From an optimization exercise on the open Yosys and OpenROAD flow, aimed at small area, a short achievable clock period and few clock cycles; shortcuts taken in it are not production practice.
Only simulation tests tie the RTL to the original design; equivalence was not proved.

==> flow/design.v (excerpt) <==
module ce_errx (
    input  wire         clk,
    input  wire         rst,
    input  wire         start,
    output reg          done,
    input  wire         voa,
    input  wire [31:0]  y,
    input  wire [2:0]   seq,
    input  wire [7:0]   dseq,
    input  wire [2:0]   dlag,
    input  wire [2:0]   dsh,
    input  wire         ext,
    input  wire [31:0]  yavg_in,
    input  wire [31:0]  m_in,
    input  wire [31:0]  refv,
    input  wire         ref_ok,
    input  wire [15:0]  kref,
    input  wire [31:0]  yfloor,
    input  wire [31:0]  target,
    output wire [15:0]  e,
    output reg  [31:0]  yavg_out,
    output reg  [31:0]  m_out,
    output reg          wd
);
==> flow/config.mk <==
export PLATFORM = sky130hd
export DESIGN_NAME = ce_errx
export DESIGN_NICKNAME = ce_errx
export VERILOG_FILES = /design/flow/design.v
export SDC_FILE = /design/flow/constraint.sdc
export NUM_CORES = 4
export LEC_CHECK = 0
export ABC_AREA = 1
export CAP_MARGIN = 20
export CORE_MARGIN = 2
export CORE_UTILIZATION = 40
export PLACE_DENSITY = 0.7
export SLEW_MARGIN = 20
==> flow/constraint.sdc <==
create_clock -name core_clock -period 17.0 [get_ports {clk}]
set_input_delay 3.4000 -clock core_clock [delete_from_list [all_inputs] [get_ports {clk}]]
set_output_delay 3.4000 -clock core_clock [all_outputs]
set_load 0.01 [all_outputs]
standard.sh (not shown) runs the stock make flow with config.mk's settings and CLKGATE_MAP_FILE= SYNTH_SCRIPT=/design/flow/synth_recipe.tcl, a recipe that flattens the netlist after the stock synthesis.
==> flow/flow/run.sh <==
#!/bin/bash
# The standard layout (standard.sh, unchanged), with the input and
# output ports buffered by sky130_fd_sc_hd__buf_1 cells instead of the
# default delay-buffer cells. All make/OpenROAD/Yosys output goes to
# standard.log in this folder.
set -euo pipefail
export BUFFER_PORTS_ARGS="-buffer_cell sky130_fd_sc_hd__buf_1"
# repair_timing aims at 7 ns of setup slack (a 10 ns period)
export SETUP_SLACK_MARGIN=7
bash standard.sh > standard.log 2>&1
Testbench counts at the start, summed over its fixed seeds: cycles 9,585.
Then changed:
- ABC_AREA: 1 -> not set
- PLACE_DENSITY: 0.7 -> 0.6
Result: Hold slack got worse by 0.0054 ns; routed wire length climbs by 12%; die area increases by 0.86%; synthesized area rises by 0.87%; design area is higher by 7.0%; worst setup slack gets worse by 0.32 ns.
Then changed:
- ABC_AREA: not set -> 1
Sequential share of layout area grows by 0.84 points.
Global-route usage shrinks by 3.0 points.
Setup slack improved by 0.36 ns.
Hold slack improved by 0.0057 ns.
Final area shrinks by about 6%.
Critical path depth grows by 4.
Routed wire length shrinks by about 9%.
Core utilization shrinks by 2.4 points.
Then changed:
==> flow/flow/run.sh (replaced) <==
#!/bin/bash
set -euo pipefail
export BUFFER_PORTS_ARGS="-buffer_cell sky130_fd_sc_hd__buf_1"
export SETUP_SLACK_MARGIN=7
bash standard.sh > standard.log 2>&1
- CAP_MARGIN: 20 -> 0
- SLEW_MARGIN: 20 -> 0
What happened: Cell count stays flat. Count of clock-buffer cells in the layout went up by 2. Area after synthesis does not change.
Then changed:
==> flow/flow/run.sh (replaced) <==
#!/bin/bash
# The standard layout (standard.sh, unchanged), with the input and
# output ports buffered by sky130_fd_sc_hd__buf_1 cells instead of the
# default delay-buffer cells. All make/OpenROAD/Yosys output goes to
# standard.log in this folder.
set -euo pipefail
export BUFFER_PORTS_ARGS="-buffer_cell sky130_fd_sc_hd__buf_1"
# repair_timing aims at 7 ns of setup slack (a 10 ns period)
export SETUP_SLACK_MARGIN=7
bash standard.sh > standard.log 2>&1
- CAP_MARGIN: 0 -> 20
- PLACE_DENSITY: 0.6 -> 0.5
- SLEW_MARGIN: 0 -> 20
What happened: Cell area grows by 0.85%; via count barely changes; core utilization is higher by 0.38 points; wire length grows by 2.0%; hold slack gets better by 0.0074 ns.
Then changed:
--- a/flow/flow/run.sh
+++ b/flow/flow/run.sh
@@ -6,5 +6,5 @@
 set -euo pipefail
 export BUFFER_PORTS_ARGS="-buffer_cell sky130_fd_sc_hd__buf_1"
-# repair_timing aims at 7 ns of setup slack (a 10 ns period)
-export SETUP_SLACK_MARGIN=7
+# repair_timing aims at 7.5 ns of setup slack (a 9.5 ns period)
+export SETUP_SLACK_MARGIN=7.5
 bash standard.sh > standard.log 2>&1
- PLACE_DENSITY: 0.5 -> 0.6
Cell count goes up by 0.86%.
Critical path depth grows by 1.
Setup slack gains 0.33 ns.
Cell area is higher by 3.1%.
Area after synthesis stays the same.
Clock skew goes down by 0.0066 ns.
Die area stays the same.

-- separate check: timing with driven ports --
The results above use ideal ports. As a check the final layouts listed here were re-extracted and re-timed, cells and wires unchanged.
Step 1: set_driving_cell puts a clkbuf_16 on clk and a buf_2 on each other input, an assumption about the parent block.
Step 2 also shifts input and output timing later by t, the mid clock arrival at the registers, as if the neighbouring blocks saw the same clock.
Three values: ideal, step 1, step 2; two values: the first two.
run | t, ns | setup slack, ns | hold slack, ns | worst data-port slew with drivers (ns) | cell pins on the clock port's net
the first run | 0.692 | 7.163 / 7.212 / 6.520 | 0.559 / 0.559 / 0.559 | 0.17 | 1
the second run | 0.698 | 6.844 / 6.880 / 6.183 | 0.554 / 0.554 / 0.554 | 0.09 | 1
the third run | 0.681 | 7.200 / 7.249 / 6.568 | 0.560 / 0.560 / 0.560 | 0.14 | 1
the fourth run | 0.694 | 7.203 / 7.253 / 6.559 | 0.554 / 0.554 / 0.554 | 0.15 | 1
the fifth run | 0.692 | 7.035 / 7.065 / 6.374 | 0.561 / 0.561 / 0.561 | 0.24 | 1
the sixth run | 0.680 | 7.362 / 7.392 / 6.712 | 0.557 / 0.557 / 0.557 | 0.11 | 1
After both steps setup and hold are still met in every run listed.
